Background: an optimization exercise with open tools, aiming at small area, a short achievable clock period and few clock cycles per item. Do not read the settings as production practice.
Function was checked by simulation only, so behaviour that the tests miss may differ from the original.

**design.v**
```verilog
module sha256_engine (
    input  wire         clk,
    input  wire         rst,         
    input  wire         in_valid,
    output wire         in_ready,
    input  wire         in_first,    
    input  wire [511:0] in_block,
    output wire         out_valid,
    input  wire         out_ready,
    output wire [255:0] out_digest
);
  localparam [255:0] IV = 256'h6a09e667bb67ae853c6ef372a54ff53a510e527f9b05688c1f83d9ab5be0cd19;
  localparam [1:0] S_IDLE = 2'd0,
                   S_RUN  = 2'd1,
                   S_ADD  = 2'd2,
                   S_DONE = 2'd3;
  reg [1:0]   fsm;
  reg [5:0]   t;           
  reg [255:0] hreg;        
  reg [31:0]  a, b, c, d, e, f, g, h;
  reg [511:0] w;           
  wire [5:0] k_idx = t;
  reg [31:0] k_t;
  always @(*) begin
    case (k_idx)
      6'd0: k_t = 32'h428a2f98; 6'd1: k_t = 32'h71374491;
      6'd2: k_t = 32'hb5c0fbcf; 6'd3: k_t = 32'he9b5dba5;
      6'd4: k_t = 32'h3956c25b; 6'd5: k_t = 32'h59f111f1;
      6'd6: k_t = 32'h923f82a4; 6'd7: k_t = 32'hab1c5ed5;
      6'd8: k_t = 32'hd807aa98; 6'd9: k_t = 32'h12835b01;
      6'd10: k_t = 32'h243185be; 6'd11: k_t = 32'h550c7dc3;
      6'd12: k_t = 32'h72be5d74; 6'd13: k_t = 32'h80deb1fe;
      6'd14: k_t = 32'h9bdc06a7; 6'd15: k_t = 32'hc19bf174;
      6'd16: k_t = 32'he49b69c1; 6'd17: k_t = 32'hefbe4786;
      6'd18: k_t = 32'h0fc19dc6; 6'd19: k_t = 32'h240ca1cc;
      6'd20: k_t = 32'h2de92c6f; 6'd21: k_t = 32'h4a7484aa;
      6'd22: k_t = 32'h5cb0a9dc; 6'd23: k_t = 32'h76f988da;
      6'd24: k_t = 32'h983e5152; 6'd25: k_t = 32'ha831c66d;
      6'd26: k_t = 32'hb00327c8; 6'd27: k_t = 32'hbf597fc7;
      6'd28: k_t = 32'hc6e00bf3; 6'd29: k_t = 32'hd5a79147;
      6'd30: k_t = 32'h06ca6351; 6'd31: k_t = 32'h14292967;
      6'd32: k_t = 32'h27b70a85; 6'd33: k_t = 32'h2e1b2138;
      6'd34: k_t = 32'h4d2c6dfc; 6'd35: k_t = 32'h53380d13;
      6'd36: k_t = 32'h650a7354; 6'd37: k_t = 32'h766a0abb;
      6'd38: k_t = 32'h81c2c92e; 6'd39: k_t = 32'h92722c85;
      6'd40: k_t = 32'ha2bfe8a1; 6'd41: k_t = 32'ha81a664b;
      6'd42: k_t = 32'hc24b8b70; 6'd43: k_t = 32'hc76c51a3;
      6'd44: k_t = 32'hd192e819; 6'd45: k_t = 32'hd6990624;
      6'd46: k_t = 32'hf40e3585; 6'd47: k_t = 32'h106aa070;
      6'd48: k_t = 32'h19a4c116; 6'd49: k_t = 32'h1e376c08;
      6'd50: k_t = 32'h2748774c; 6'd51: k_t = 32'h34b0bcb5;
      6'd52: k_t = 32'h391c0cb3; 6'd53: k_t = 32'h4ed8aa4a;
      6'd54: k_t = 32'h5b9cca4f; 6'd55: k_t = 32'h682e6ff3;
      6'd56: k_t = 32'h748f82ee; 6'd57: k_t = 32'h78a5636f;
      6'd58: k_t = 32'h84c87814; 6'd59: k_t = 32'h8cc70208;
      6'd60: k_t = 32'h90befffa; 6'd61: k_t = 32'ha4506ceb;
      6'd62: k_t = 32'hbef9a3f7; 6'd63: k_t = 32'hc67178f2;
      default: k_t = 32'h0;
    endcase
  end
  function [31:0] rotr;
    input [31:0] x;
    input integer n;
    rotr = (x >> n) | (x << (32 - n));
  endfunction
  wire [31:0] big_s1 = rotr(e, 6) ^ rotr(e, 11) ^ rotr(e, 25);
  wire [31:0] ch     = (e & f) ^ (~e & g);
  wire [31:0] t1     = h + big_s1 + ch + k_t + w[511:480];
  wire [31:0] big_s0 = rotr(a, 2) ^ rotr(a, 13) ^ rotr(a, 22);
  wire [31:0] maj    = (a & b) ^ (a & c) ^ (b & c);
  wire [31:0] t2     = big_s0 + maj;
  wire [31:0] w1  = w[479:448];
  wire [31:0] w9  = w[223:192];
  wire [31:0] w14 = w[63:32];
  wire [31:0] sm_s0 = rotr(w1, 7) ^ rotr(w1, 18) ^ (w1 >> 3);
  wire [31:0] sm_s1 = rotr(w14, 17) ^ rotr(w14, 19) ^ (w14 >> 10);
  wire [31:0] w_new = w[511:480] + sm_s0 + w9 + sm_s1;
  assign in_ready   = (fsm == S_IDLE);
  assign out_valid  = (fsm == S_DONE);
  assign out_digest = hreg;
  always @(posedge clk) begin
    if (rst) begin
      fsm  <= S_IDLE;
      t    <= 6'd0;
      hreg <= IV;
      {a, b, c, d, e, f, g, h} <= 256'h0;
      w    <= 512'h0;
    end else begin
      case (fsm)
        S_IDLE: begin
          if (in_valid) begin
            fsm <= S_RUN;
            t   <= 6'd0;
            w   <= in_block;
            if (in_first) begin
              hreg <= IV;
              {a, b, c, d, e, f, g, h} <= IV;
            end else begin
              {a, b, c, d, e, f, g, h} <= hreg;
            end
          end
        end
        S_RUN: begin
          h <= g;
          g <= f;
          f <= e;
          e <= d + t1;
          d <= c;
          c <= b;
          b <= a;
          a <= t1 + t2;
          w <= {w[479:0], w_new};
          t <= t + 6'd1;
          if (t == 6'd63)
            fsm <= S_ADD;
        end
        S_ADD: begin
          hreg <= {hreg[255:224] + a, hreg[223:192] + b, hreg[191:160] + c, hreg[159:128] + d,
                   hreg[127:96]  + e, hreg[95:64]   + f, hreg[63:32]   + g, hreg[31:0]    + h};
          fsm  <= S_DONE;
        end
        S_DONE: begin
          if (out_ready)
            fsm <= S_IDLE;
        end
      endcase
    end
  end
endmodule
```
**run.sh**
```bash
#!/bin/bash
# synth_recipe.tcl (not shown) runs the flow's synth.tcl, then flattens the netlist and writes it again
# the make line also repeats each setting of config.mk as NAME=value (left out here)
make -C /OpenROAD-flow-scripts/flow DESIGN_CONFIG=/design/flow/config.mk WORK_HOME=/design/flow/orfs CLKGATE_MAP_FILE= SYNTH_SCRIPT=/design/flow/synth_recipe.tcl finish
```
**config.mk**
```make
export PLATFORM = sky130hd
export DESIGN_NAME = sha256_engine
export DESIGN_NICKNAME = sha256_engine
export VERILOG_FILES = /design/flow/design.v
export SDC_FILE = /design/flow/constraint.sdc
export NUM_CORES = 4
export LEC_CHECK = 0
export CAP_MARGIN = 20
export CORE_MARGIN = 2
export CORE_UTILIZATION = 40
export SLEW_MARGIN = 20
```
**constraint.sdc**
```tcl
create_clock -name core_clock -period 10.0 [get_ports {clk}]
set_input_delay 2.0000 -clock core_clock [delete_from_list [all_inputs] [get_ports {clk}]]
set_output_delay 2.0000 -clock core_clock [all_outputs]
set_load 0.01 [all_outputs]
```
==> impl_results.md <==
* Number of port buffers at 774
* CP startpoint kind: flip-flop
* WL final at between 300000 and 400000 um
* Initial Utilization at 40.3%
* Main flop type after synthesis: dfxtp_1
* Post-CTS resize count at 0
* Final period util at 83.4%
* Placed instance area at 0.0803 sq mm
* Drt pass-1 iters at 6
* Cell Rows at 154
* Clock skew at around 0.033 ns
* CTS tree: built
* Distinct cells, synth at 86
* Root Driver: clkbuf_16
* Post-route cell area at 0.0850 sq mm
* WP buf/inv at 6
* R2R setup slack at 1.66 ns
* Crit Path Category: flip-flop to flip-flop
* # Max-Cap Violations at 0
* WHS Endpoint: h[8]$_SDFFE_PP0P_
* Gp weighted congestion at 0.998
* Setup TNS at 0 ns
* Yosys top cell area share at around 30%
* Crit Path Max Fanout at 4
* Final layout net count at between 9000 and 10000
* F_max at 120 MHz
* Post-DP HPWL at around 240000 um
* Seq/Total Area, Yosys at 29.9%
* Crit end category: flip-flop
* WHS at about 0.48 ns
* Die area at ~0.18 sq mm
* #FFs+latches synth at 1064
* Cells after Synth at roughly 8500
* Slew Viols, Final at 0
* Post-Syn Area at 0.0712 sq mm
* Fillers at around 17000
* Tmin final at 8.34 ns
* Chip Height at 426 um
* TritonCTS buffer count at 132
* Most frequent cells in the layout: 1064 x dfxtp_1, 939 x nor2_1, 772 x clkdlybuf4s50_1, 678 x a211oi_1
* Initial antenna violation count at 51
* Top cells by area, synth: dfxtp_1 30%, mux2i_1 7.5%, a211oi_1 7.1%, ha_1 6.9%, fa_1 5.5%
* Hold_sp: h[8]$_SDFFE_PP0P_
* Number of global-route vias before repair at ~64000
* Syn Area/Cell at 8.34 sq um
* Final setup vio count at 0
* Crit path largest cell delay at ~0.56 ns
* Clk sinks at 1064
* Layout cells sized above 1 at 4.25%
* WHS Path Cells at 2
* # IOs at 775
* Status: timing/DRC/antenna clean
* WL/cell at 27.8 um
* Final hold violation count at 0
* Worst R2R Path Depth at 33
* Tot GR Track Use at roughly a third
* Die width at 426 um
* Reg2reg start: w[483]$_SDFFE_PP0P_
* Slack of the critical path at 1.66 ns
* Critical path's most frequent cell: inv_1
* Worst skew pair latency at 0.83 ns
* Via/cell ratio at 5.92
* # Post-CTS Setup Buffers at 0
* RSZ-0062 raised after global routing: false
* H-tree levels at 4
* Post-synth EDFFs at 0
* Core footprint at roughly 0.18 sq mm
* Synth Warn # at 1
* Pre-CTS setup slack at 1.80 ns
* Post-DRT Antenna Nets at 0
* Clk buf depth at 3
* Worst EP required at 10.73 ns
* Largest net degree at the start of global routing at roughly 260
* Slowest CP cell: fa_1
* Drt drc at 0
* Worst hold path class: flip-flop to flip-flop
* FF-to-FF End: a[31]$_SDFFE_PP0P_
* Post-synth ARST share at 0%
* First-pass GRT wire length at 449000 um
* Hold buffers post-CTS at 0
* Max-Slew Margin vs Limit at 20.7%
* Worst slew pin tran at 1.19 ns
* Commonest non-fill, non-tap cell in the layout: dfxtp_1
* Synth-to-Final Area Change at 19.3%
* CP arrival at 9.07 ns
* Clock transition at path regs at about 0.06 ns
* Top delay family on crit path: adder cells
* Number of DRC markers in iteration 0 at 6514
* DR vias at just under 70000
* Net Count, Synth at slightly below 10000
* Cell taking the most area after synthesis: dfxtp_1
* Grt ovf at 0
==> cell usage after synthesis, types with 19 or more instances <==
cell type  number
a211oi_1      678
a21o_1        217
a21oi_1       536
a221oi_1       31
a22oi_1        57
a311oi_1       23
a31oi_1        48
and2_1         19
and3_1         40
buf_1          43
clkbuf_1      588
dfxtp_1      1064
fa_1          195
ha_1          393
inv_1         482
mux2i_1       537
nand2_1       507
nand2b_1       48
nand3_1        90
nand4_1        22
nor2_1        943
nor2b_1        44
nor3_1        163
nor3b_1        98
o211ai_1      156
o21a_1         56
o21ai_0       332
o21bai_1       40
o22ai_1        82
o31ai_1        24
or3_1         146
xnor2_1       359
xor2_1        208
==> cells by family (layout without fill, tap and decap cells) <==
| kind of cell | after synthesis | in the layout | synth area share [%] |
|---|---|---|---|
| buffers and inverters | 1127 | 1584 | 5.96 |
| AO/OA/AOI/OAI | 2459 | 2459 | 23.1 |
| flip-flops | 1064 | 1064 | 29.9 |
| XOR/XNOR | 567 | 567 | 6.97 |
| AND/OR/NAND/NOR | 2181 | 2181 | 13.9 |
| other | 0 | 27 | 0 |
| multiplexers | 549 | 549 | 7.77 |
| adder cells (fa/ha/maj) | 589 | 589 | 12.4 |
==> per-layer routing <==
metal	up-vias	wire length, um	global-route usage (%)
li1	31205	-	-
met1	32399	128000	42.0
met2	2881	144000	53.6
met3	701	25300	7.50
met4	56	18500	17.6
met5	-	391	0
==> sequential cells by signal (all words and copies together), names as in the netlist <==
register	cells
w	512
fsm	2
h	32
g	32
t	6
f	32
b	32
d	32
e	32
k_t	32
c	32
hreg	256
a	32
==> worst min-delay path, delay by kind of cell, from the launching register on <==
kind	cells	cell delay, ns
flip-flops	1	0.32
AO/OA/AOI/OAI	1	0.05
AND/OR/NAND/NOR	1	0.06
==> how the worst max path moves through the flow <==
stage	start	to	slack, ns	cells after the start
2_1_floorplan	h[3]$_SDFFE_PP0P_	a[31]$_SDFFE_PP0P_	3.00	33
3_3_place_gp	w[482]$_SDFFE_PP0P_	a[31]$_SDFFE_PP0P_	1.92	33
3_5_place_dp	w[483]$_SDFFE_PP0P_	a[31]$_SDFFE_PP0P_	1.80	33
4_1_cts	w[482]$_SDFFE_PP0P_	a[31]$_SDFFE_PP0P_	1.77	33
5_1_grt	w[484]$_SDFFE_PP0P_	a[31]$_SDFFE_PP0P_	1.19	33
6_report	w[483]$_SDFFE_PP0P_	a[31]$_SDFFE_PP0P_	1.66	33
==> through the flow <==
step,util (%),std cells
after global placement,45.5,11095
final,48.1,11360
after CTS,48.1,11333
after floorplan,-,8536
after global routing,48.1,11348
after detailed placement,45.5,11095
==> cell type report <==
type | instances | area (sq um) | share of cell area (%)
Clock buffer | 186 | 3810 | 4.48
Sequential cell | 1064 | 21300 | 25.1
Antenna cell | 27 | 67.6 | 0.0795
Tap cell | 2340 | 2930 | 3.45
Multi-Input combinational cell | 6345 | 45800 | 53.9
Inverter | 486 | 1830 | 2.15
Timing Repair Buffer | 860 | 8460 | 9.96
Clock inverter | 52 | 773 | 0.910
Testbench counts, summed over its fixed seeds: cycles 64,320, items 960.

port drivers added, routing unchanged:
No port has a modelled driver above. Below, the same layout with a new extraction and two added sets of constraints. Step 1: set_driving_cell puts a clkbuf_16 on clk and a buf_2 on each other input, an assumption about the parent block. Step 2 times the ports against the registers' clock, not the clock port: input delays grow and output delays shrink by t, the midpoint of the rising clock arrivals with the driver on. a / b / c = ideal / step 1 / step 2; a / b = the first two.
t (ns): 0.907
setup slack, ns: 1.659 / 1.659 / 1.659
hold WS [ns]: 0.478 / 0.478 / 0.478
worst setup path after step 2: register to register
worst slew at a driven data input, ns: 0.15
After both steps setup and hold are still met in this run. For this run, drivers alone change the setup slack by 0.000 ns; drivers and shift together by 0.000 ns.
